Context: an optimization exercise on an open-source flow, tuned for small area, a short achievable clock period and few clock cycles per item. The choices shown serve that exercise and are no tape-out recipe.
The RTL was checked by simulation tests, not by an equivalence proof against the original design.

==> design.v <==
module rank_min #(
    parameter NCELL = 32,            
    parameter KW    = 17
) (
    input  wire [NCELL*KW-1:0] key,
    input  wire [NCELL-1:0]    mask,
    output wire                found,
    output wire [KW-1:0]       min_key
);
    wire [KW:0] nd [0:2*NCELL-2];
    genvar i;
    generate
        for (i = 0; i < NCELL; i = i + 1) begin : g_leaf
            assign nd[NCELL-1+i] = {mask[i], key[i*KW +: KW]};
        end
        for (i = 0; i < NCELL-1; i = i + 1) begin : g_node
            wire [KW:0] a = nd[2*i+1];
            wire [KW:0] b = nd[2*i+2];
            assign nd[i] = !a[KW]                 ? b :
                           !b[KW]                 ? a :
                           (a[KW-1:0] < b[KW-1:0]) ? a : b;
        end
    endgenerate
    assign found   = nd[0][KW];
    assign min_key = nd[0][KW-1:0];
endmodule
module rank_popcnt #(
    parameter N = 32,                
    parameter W = 6                  
) (
    input  wire [N-1:0] x,
    output wire [W-1:0] cnt
);
    wire [W-1:0] nd [0:2*N-2];
    genvar i;
    generate
        for (i = 0; i < N; i = i + 1) begin : g_leaf
            assign nd[N-1+i] = {{(W-1){1'b0}}, x[i]};
        end
        for (i = 0; i < N-1; i = i + 1) begin : g_node
            assign nd[i] = nd[2*i+1] + nd[2*i+2];
        end
    endgenerate
    assign cnt = nd[0];
endmodule
module rank_arm #(
    parameter NCELL = 32,            
    parameter VW    = 12             
) (
    input  wire                   clk,
    input  wire                   rst,           
    input  wire                   start,
    output wire                   ready,
    output reg                    done,
    input  wire                   active,        
    input  wire                   fb,            
    input  wire signed [7:0]      n_ins,         
    input  wire                   s_neg,         
    input  wire [NCELL*VW-1:0]    volt,          
    input  wire [NCELL-1:0]       byp,           
    input  wire [NCELL-1:0]       excl,          
    input  wire [VW-1:0]          band,          
    input  wire [6:0]             swap_limit,    
    input  wire [4:0]             dwell,         
    input  wire [7:0]             debt_bound,    
    output wire [2*NCELL-1:0]     pol,           
    output reg  signed [7:0]      level,
    output reg  signed [7:0]      debt,
    output reg  [5:0]             nsw,
    output reg  [4:0]             nswap,
    output reg  [8:0]             discarded,
    output reg                    fault
);
    localparam IW = $clog2(NCELL);
    localparam KW = VW + IW;
    localparam [1:0] S_IDLE = 2'd0,
                     S_PREP = 2'd1,
                     S_SEL  = 2'd2,
                     S_FIN  = 2'd3;
    reg [1:0] state;
    reg [2*NCELL-1:0] pol_r;         
    reg [4*NCELL-1:0] pin_r;         
    reg signed [7:0]  dprev;         
    reg [2*NCELL-1:0] wpol;
    reg [NCELL-1:0]   chg;
    reg signed [7:0]  need;
    reg signed [7:0]  tgt;           
    reg               qn;            
    reg               cs_pos;        
    reg [5:0]         nsw0;          
    reg [8:0]         disc_w;
    reg [4:0]         swaps_w;
    assign ready = (state == S_IDLE);
    assign pol   = pol_r;
    integer ia, ib, ic, id, ie;
    reg [2*NCELL-1:0] p_pol;
    reg [NCELL-1:0]   p_chg;
    reg [NCELL-1:0]   pinned;
    reg [NCELL-1:0]   byp_nz;        
    reg [NCELL-1:0]   avail;         
    reg [NCELL-1:0]   p_pos, p_neg;  
    wire [5:0]        p_nsw0;
    wire [6:0]        nav;
    wire [6:0]        p_npos, p_nneg;
    reg signed [9:0]  raw;
    reg signed [9:0]  lo;
    reg signed [9:0]  p_r;
    reg signed [9:0]  p_disc;
    reg               p_qn;
    reg signed [7:0]  p_level;
    reg signed [7:0]  p_need;
    always @* begin
        for (ia = 0; ia < NCELL; ia = ia + 1) begin
            pinned[ia] = (pin_r[4*ia +: 4] != 4'd0);
            byp_nz[ia] = byp[ia] && pol_r[2*ia];
            avail[ia]  = !byp[ia] && !excl[ia];
            p_pol[2*ia +: 2] = byp[ia] ? 2'b00 : pol_r[2*ia +: 2];
        end
    end
    rank_popcnt #(.N(NCELL), .W(6)) u_cnt_byp (.x(byp_nz), .cnt(p_nsw0));
    rank_popcnt #(.N(NCELL), .W(7)) u_cnt_nav (.x(avail),  .cnt(nav));
    always @* begin
        raw = n_ins + dprev;
        lo  = fb ? -$signed({3'b000, nav}) : 10'sd0;
        if (!active)
            p_r = 10'sd0;
        else if (raw < lo)
            p_r = lo;
        else if (raw > $signed({3'b000, nav}))
            p_r = $signed({3'b000, nav});
        else
            p_r = raw;
        p_disc = active ? ((raw > p_r) ? raw - p_r : p_r - raw) : 10'sd0;
        p_qn   = (p_r < 0);
    end
    reg [2*NCELL-1:0] a_pol;
    always @* begin
        a_pol = p_pol;
        p_chg = {NCELL{1'b0}};
        for (ib = 0; ib < NCELL; ib = ib + 1) begin
            if (!active) begin
                if (p_pol[2*ib]) begin
                    a_pol[2*ib +: 2] = 2'b00;
                    p_chg[ib] = 1'b1;
                end
            end else if (!byp[ib] && !pinned[ib] && p_pol[2*ib]) begin
                if (excl[ib] || (p_pol[2*ib+1] != p_qn)) begin
                    a_pol[2*ib +: 2] = 2'b00;
                    p_chg[ib] = 1'b1;
                end
            end
            p_pos[ib] = a_pol[2*ib] && !a_pol[2*ib+1];
            p_neg[ib] = a_pol[2*ib] &&  a_pol[2*ib+1];
        end
    end
    rank_popcnt #(.N(NCELL), .W(7)) u_cnt_ppos (.x(p_pos), .cnt(p_npos));
    rank_popcnt #(.N(NCELL), .W(7)) u_cnt_pneg (.x(p_neg), .cnt(p_nneg));
    always @* begin
        p_level = $signed({1'b0, p_npos}) - $signed({1'b0, p_nneg});
        p_need  = p_qn ? (p_level - p_r[7:0]) : (p_r[7:0] - p_level);
    end
    wire [NCELL*KW-1:0] ins_key;
    wire [NCELL*KW-1:0] rem_key;
    reg  [NCELL-1:0]    ins_mask;
    reg  [NCELL-1:0]    rem_mask;
    genvar g;
    generate
        for (g = 0; g < NCELL; g = g + 1) begin : g_key
            wire [IW-1:0] idx = g;
            wire [KW-1:0] k   = {volt[g*VW +: VW], idx};
            assign ins_key[g*KW +: KW] = cs_pos ? k : ~k;
            assign rem_key[g*KW +: KW] = cs_pos ? ~k : k;
        end
    endgenerate
    always @* begin
        for (ie = 0; ie < NCELL; ie = ie + 1) begin
            ins_mask[ie] = !pinned[ie] && !excl[ie] && !byp[ie] && !chg[ie] &&
                          (wpol[2*ie +: 2] == 2'b00);
            rem_mask[ie] = !pinned[ie] && !excl[ie] && !byp[ie] && !chg[ie] &&
                          (wpol[2*ie +: 2] == {qn, 1'b1});
        end
    end
    wire          ins_found, rem_found;
    wire [KW-1:0] ins_min, rem_min;
    rank_min #(.NCELL(NCELL), .KW(KW)) u_ins (
        .key(ins_key), .mask(ins_mask), .found(ins_found), .min_key(ins_min));
    rank_min #(.NCELL(NCELL), .KW(KW)) u_rem (
        .key(rem_key), .mask(rem_mask), .found(rem_found), .min_key(rem_min));
    wire [KW-1:0] ins_k = cs_pos ? ins_min : ~ins_min;    
    wire [KW-1:0] rem_k = cs_pos ? ~rem_min : rem_min;
    wire [IW-1:0] ins_c = ins_k[IW-1:0];
    wire [IW-1:0] rem_c = rem_k[IW-1:0];
    wire [VW-1:0] v_in  = ins_k[KW-1:IW];
    wire [VW-1:0] v_out = rem_k[KW-1:IW];
    wire signed [VW+1:0] gap = cs_pos ? $signed({2'b00, v_out}) - $signed({2'b00, v_in})
                                      : $signed({2'b00, v_in})  - $signed({2'b00, v_out});
    wire swap_ok = ins_found && rem_found &&
                   ({2'b00, swaps_w} < swap_limit) &&
                   (gap > $signed({2'b00, band}));
    reg  [NCELL-1:0] f_pos, f_neg;
    wire [6:0]       f_npos, f_nneg;
    wire [5:0]       f_nchg;
    reg signed [7:0] f_level;
    reg signed [7:0] f_debt;
    reg [7:0]        f_absd;
    always @* begin
        for (ic = 0; ic < NCELL; ic = ic + 1) begin
            f_pos[ic] = wpol[2*ic] && !wpol[2*ic+1];
            f_neg[ic] = wpol[2*ic] &&  wpol[2*ic+1];
        end
    end
    rank_popcnt #(.N(NCELL), .W(7)) u_cnt_fpos (.x(f_pos), .cnt(f_npos));
    rank_popcnt #(.N(NCELL), .W(7)) u_cnt_fneg (.x(f_neg), .cnt(f_nneg));
    rank_popcnt #(.N(NCELL), .W(6)) u_cnt_chg  (.x(chg),   .cnt(f_nchg));
    always @* begin
        f_level = $signed({1'b0, f_npos}) - $signed({1'b0, f_nneg});
        f_debt  = tgt - f_level;
        f_absd  = f_debt[7] ? -f_debt : f_debt;
    end
    always @(posedge clk) begin
        if (rst) begin
            state     <= S_IDLE;
            done      <= 1'b0;
            pol_r     <= {2*NCELL{1'b0}};
            pin_r     <= {4*NCELL{1'b0}};
            dprev     <= 8'sd0;
            wpol      <= {2*NCELL{1'b0}};
            chg       <= {NCELL{1'b0}};
            need      <= 8'sd0;
            tgt       <= 8'sd0;
            qn        <= 1'b0;
            cs_pos    <= 1'b1;
            nsw0      <= 6'd0;
            disc_w    <= 9'd0;
            swaps_w   <= 5'd0;
            level     <= 8'sd0;
            debt      <= 8'sd0;
            nsw       <= 6'd0;
            nswap     <= 5'd0;
            discarded <= 9'd0;
            fault     <= 1'b0;
        end else begin
            done <= 1'b0;
            case (state)
                S_IDLE: begin
                    if (start) state <= S_PREP;
                end
                S_PREP: begin
                    wpol    <= a_pol;
                    chg     <= p_chg;
                    need    <= p_need;
                    tgt     <= p_r[7:0];
                    qn      <= p_qn;
                    cs_pos  <= (p_qn == s_neg);
                    nsw0    <= p_nsw0;
                    disc_w  <= p_disc[8:0];
                    swaps_w <= 5'd0;
                    state   <= active ? S_SEL : S_FIN;
                end
                S_SEL: begin
                    if (need > 0) begin
                        if (ins_found) begin
                            wpol[2*ins_c +: 2] <= {qn, 1'b1};
                            chg[ins_c]         <= 1'b1;
                            need               <= need - 8'sd1;
                        end else begin
                            state <= S_FIN;
                        end
                    end else if (need < 0) begin
                        if (rem_found) begin
                            wpol[2*rem_c +: 2] <= 2'b00;
                            chg[rem_c]         <= 1'b1;
                            need               <= need + 8'sd1;
                        end else begin
                            state <= S_FIN;
                        end
                    end else if (swap_ok) begin
                        wpol[2*rem_c +: 2] <= 2'b00;
                        chg[rem_c]         <= 1'b1;
                        wpol[2*ins_c +: 2] <= {qn, 1'b1};
                        chg[ins_c]         <= 1'b1;
                        swaps_w            <= swaps_w + 5'd1;
                    end else begin
                        state <= S_FIN;
                    end
                end
                S_FIN: begin
                    pol_r <= wpol;
                    for (id = 0; id < NCELL; id = id + 1) begin
                        if (byp[id])
                            pin_r[4*id +: 4] <= 4'd0;
                        else if (chg[id])
                            pin_r[4*id +: 4] <= dwell[3:0] - 4'd1;
                        else if (pin_r[4*id +: 4] != 4'd0)
                            pin_r[4*id +: 4] <= pin_r[4*id +: 4] - 4'd1;
                    end
                    fault     <= active && (f_absd > debt_bound);
                    dprev     <= (active && (f_absd > debt_bound)) ? 8'sd0 : f_debt;
                    level     <= f_level;
                    debt      <= f_debt;
                    nsw       <= nsw0 + f_nchg;
                    nswap     <= swaps_w;
                    discarded <= disc_w;
                    done      <= 1'b1;
                    state     <= S_IDLE;
                end
            endcase
        end
    end
endmodule
==> run.sh <==
#!/bin/bash
# synth_recipe.tcl (not shown) runs the flow's synth.tcl, then flattens the netlist and writes it again
# the make line also repeats each setting of config.mk as NAME=value (left out here)
make -C /OpenROAD-flow-scripts/flow DESIGN_CONFIG=/design/flow/config.mk WORK_HOME=/design/flow/orfs CLKGATE_MAP_FILE= SYNTH_SCRIPT=/design/flow/synth_recipe.tcl finish
==> config.mk <==
export PLATFORM = sky130hd
export DESIGN_NAME = rank_arm
export DESIGN_NICKNAME = rank_arm
export VERILOG_FILES = /design/flow/design.v
export SDC_FILE = /design/flow/constraint.sdc
export NUM_CORES = 4
export LEC_CHECK = 0
export CAP_MARGIN = 20
export CORE_MARGIN = 2
export CORE_UTILIZATION = 40
export SLEW_MARGIN = 20
==> constraint.sdc <==
create_clock -name core_clock -period 26.0 [get_ports {clk}]
set_input_delay 5.2000 -clock core_clock [delete_from_list [all_inputs] [get_ports {clk}]]
set_output_delay 5.2000 -clock core_clock [all_outputs]
set_load 0.01 [all_outputs]
==> flow_metrics.py <==
metrics = {
    "timing": {
        "worst_hold_slack_ns": 0.473,
        "fin_worst_skew_ns": 0.0325,
        "period_needed_ns": 24.44,
        "hold_violations": 0,
        "worst_pin_slew_ns": 1.35,
        "tns_ns": 0,
        "worst_slew_margin_rel": 0.0918,
        "slew_violations": 0,
        "period_share": 0.940,
        "rsz0062_at_grt": "no",
        "setup_viol": 0,
        "max_freq_mhz": 40.9,
        "setup_ws_ns": 1.56,
    },
    "worst_setup_path": {
        "arrival_ns": 24.95,
        "end_kind": "flip-flop",
        "crit_slowest_cell": "o21ai_0",
        "cp-start-kind": "primary input",
        "path_max_fanout": 17,
        "path_class": "in -> reg",
        "cp.required_ns": 26.51,
        "slowest_delay_ns": 0.93,
        "crit_top_cell": "ha_1",
    },
    "routing": {
        "wirelength_mm": 319,
        "route.vias.total": 72700,
        "dr_wl_met2_mm": 142,
        "routed.top_layer": "met5",
        "drt-wirelength-per-cell_um": 26.0,
        "drt_iter0_drc": 6789,
        "firstDrtPassIters": 6,
        "ant_nets": 0,
        "drc": 0,
        "met3_length_mm": 25.6,
        "wl_met1_mm": 128,
        "via_per_inst": 5.92,
    },
    "synth": {
        "synth_area_leaders": "ha_1 19%, dfxtp_1 11%, a21oi_1 6.3%",
        "netlist_instances": 9590,
        "synth_common_cells": "1069 x ha_1, 1010 x nor2_1, 957 x inv_1, 869 x a21oi_1, 794 x nand2_1",
        "yosysMostFrequentCell": "ha_1",
        "synth_edf_count": 0,
        "avgSynthCellArea_sq_um": 7.20,
        "synth-seq-cells": 374,
        "synth_top_area_frac": 0.194,
        "synth_async_sr_flop_share": 0,
        "syn-num-nets": 11300,
        "yosys_warnings": 4,
        "yosys.area.top_type": "ha_1",
        "ys_seq_area_frac": 0.108,
        "yosysUniqueCellTypes": 103,
        "netlist_area_sq_um": 69000,
        "synth_flop_cell": "dfxtp_1",
    },
    "min_path": {
        "holdCritPathClass": "reg -> reg",
    },
    "layout": {
        "area_growth_pct": 14.7,
        "instances_no_fill": 12300,
        "finalInstanceArea_sq_um": 79200,
        "fin_nets": 11700,
        "fin_util": 0.461,
        "layout-drive-gt1-share": 0.0436,
    },
    "place": {
        "placed_area_sq_um": 77600,
        "dp.cells": 12200,
        "numPortBuffers": 595,
        "post-place-ws_ns": 1.50,
        "dp_hpwl_mm": 262,
        "gp_congestion": 1.04,
    },
    "clock_tree": {
        "cts.repair.resized": 0,
        "numCtsBuffers": 45,
        "cts.htree.levels": 2,
        "cts.sinks": 374,
        "clk_latency_ns": 0.64,
        "cts_root_buf": "clkbuf_16",
        "cts_hold_buf": 0,
        "cts_tree": "done",
        "cts_setup_buffers": 0,
        "cts.clk_slew.worst_paths_ns": 0.06,
        "cts_buffer_depth": 3,
    },
    "global_routing": {
        "gr-total-overflow": 0,
        "antenna_found_initial": 14,
        "grt_max_degree": 174,
        "grt_usage": 0.349,
        "grt_pass1_wl_mm": 457,
        "grt_pass1_vias": 69800,
    },
    "die": {
        "die_area_sq_um": 176000,
        "rows": 152,
        "die_x_um": 419,
        "ios": 597,
        "die-height_um": 419,
        "start_util": 0.402,
        "core_area_sq_um": 172000,
    },
    "job": {
        "drv_cap": 0,
    },
    "outcome": {
        "status": "no timing/DRC/antenna violations",
    },
}
==> worst paths after layout <==
path	depth (start not counted)	to	startpoint	slack, ns
setup / recovery	78	wpol[39]	volt[19]	1.56
setup reg to reg	78	wpol[39]	cs_pos	4.90
hold reg to reg	2	debt[7]	debt[7]	0.47
hold / removal	2	debt[7]	debt[7]	0.47
==> sequential cells by signal, summed over array words and instances, names as in the netlist <==
name and flops:
wpol 64, nsw 6, dprev 8, nswap 5, done 1, qn 1, nsw0 6, pin_r 128
discarded 9, state 2, pol_r 64, disc_w 9, level 8, cs_pos 1, fault 1, debt 8
chg 32, tgt 8, swaps_w 5, need 8
==> final cells by class <==
class,count,area (sq um)
sequential,374,7490
antenna,6,15.0
multi-input combinational,7768,56300
timing repair buffer,769,7360
fill,17400,92400
clock buffer,63,1310
tap,2310,2890
inverter,958,3600
clock inverter,21,233
==> logic make-up after synthesis <==
logic type / count (synthesis) / synth area share
DFF: 374 / 0.108
and+or+nand+nor: 3022 / 0.208
adders and majority gates: 1250 / 0.246
buffers and inverters: 1448 / 0.0803
AOI/OAI and AO/OA: 2547 / 0.231
muxes: 324 / 0.0473
xor gates and xnor gates: 625 / 0.0794
==> worst max-delay path, delay by kind of cell <==
| family | cells | cell delay (ns) |
|---|---|---|
| buffers and inverters | 5 | 1.23 |
| XOR/XNOR | 3 | 0.83 |
| adder cells (fa/ha/maj) | 7 | 2.06 |
| AND/OR/NAND/NOR | 22 | 5.24 |
| AO/OA/AOI/OAI | 41 | 10.33 |
==> layer usage <==
metal / vias to the layer above / track usage
li1: 34400 / -
met1: 34500 / 0.427
met2: 3045 / 0.566
met3: 774 / 0.0609
met4: 14 / 0.219
met5: - / 0
==> cell usage in the layout, fill, tap and decap left out, types with 44 or more instances in the layout <==
cell and instances:
nand3_1 186, mux2i_1 308, nand2b_1 74, a21o_1 156
ha_1 1065, nand2_1 792, a22oi_1 44, o21a_1 70
o31ai_1 47, clkdlybuf4s50_1 593, a21oi_1 861, or2_2 58
a31oi_1 77, buf_4 166, fa_1 181, a2111oi_0 68
a221oi_1 44, nor2_1 1008, o211ai_1 74, xor2_1 236
xnor2_1 384, and2_1 80, nor2b_1 167, inv_1 955
o21ai_0 608, clkbuf_16 47, a211oi_1 145, nor3b_1 55
dfxtp_1 372, nor3_1 184, nand4_1 152
Testbench counts, summed over its fixed seeds: cycles 20,067, ticks 3,200.

-- afterwards: timing with drivers on the ports --
In the flow no input, the clock included, has a driving cell. The finished layout below was timed again as built, in two steps.
Step 1, drivers: a clkbuf_16 drives clk and a buf_2 each remaining input, both assumed.
Step 2 adds t to the input delays and takes it off the output delays; t is the mean of the earliest and latest rising clock arrival at the registers after step 1. Input paths then give back, and output paths get back, about the clock's delay inside the block.
Three values: no drivers, after step 1, after step 2; two values: the first two.
t (ns): 0.701
setup WS [ns]: 1.564 / 1.595 / 0.894
worst hold slack (ns): 0.473 / 0.473 / 0.473
pins driven straight from the clock port: 1
After both steps this run still meets setup and hold. For this run, drivers alone change the setup slack by +0.031 ns; drivers and shift together by -0.670 ns.
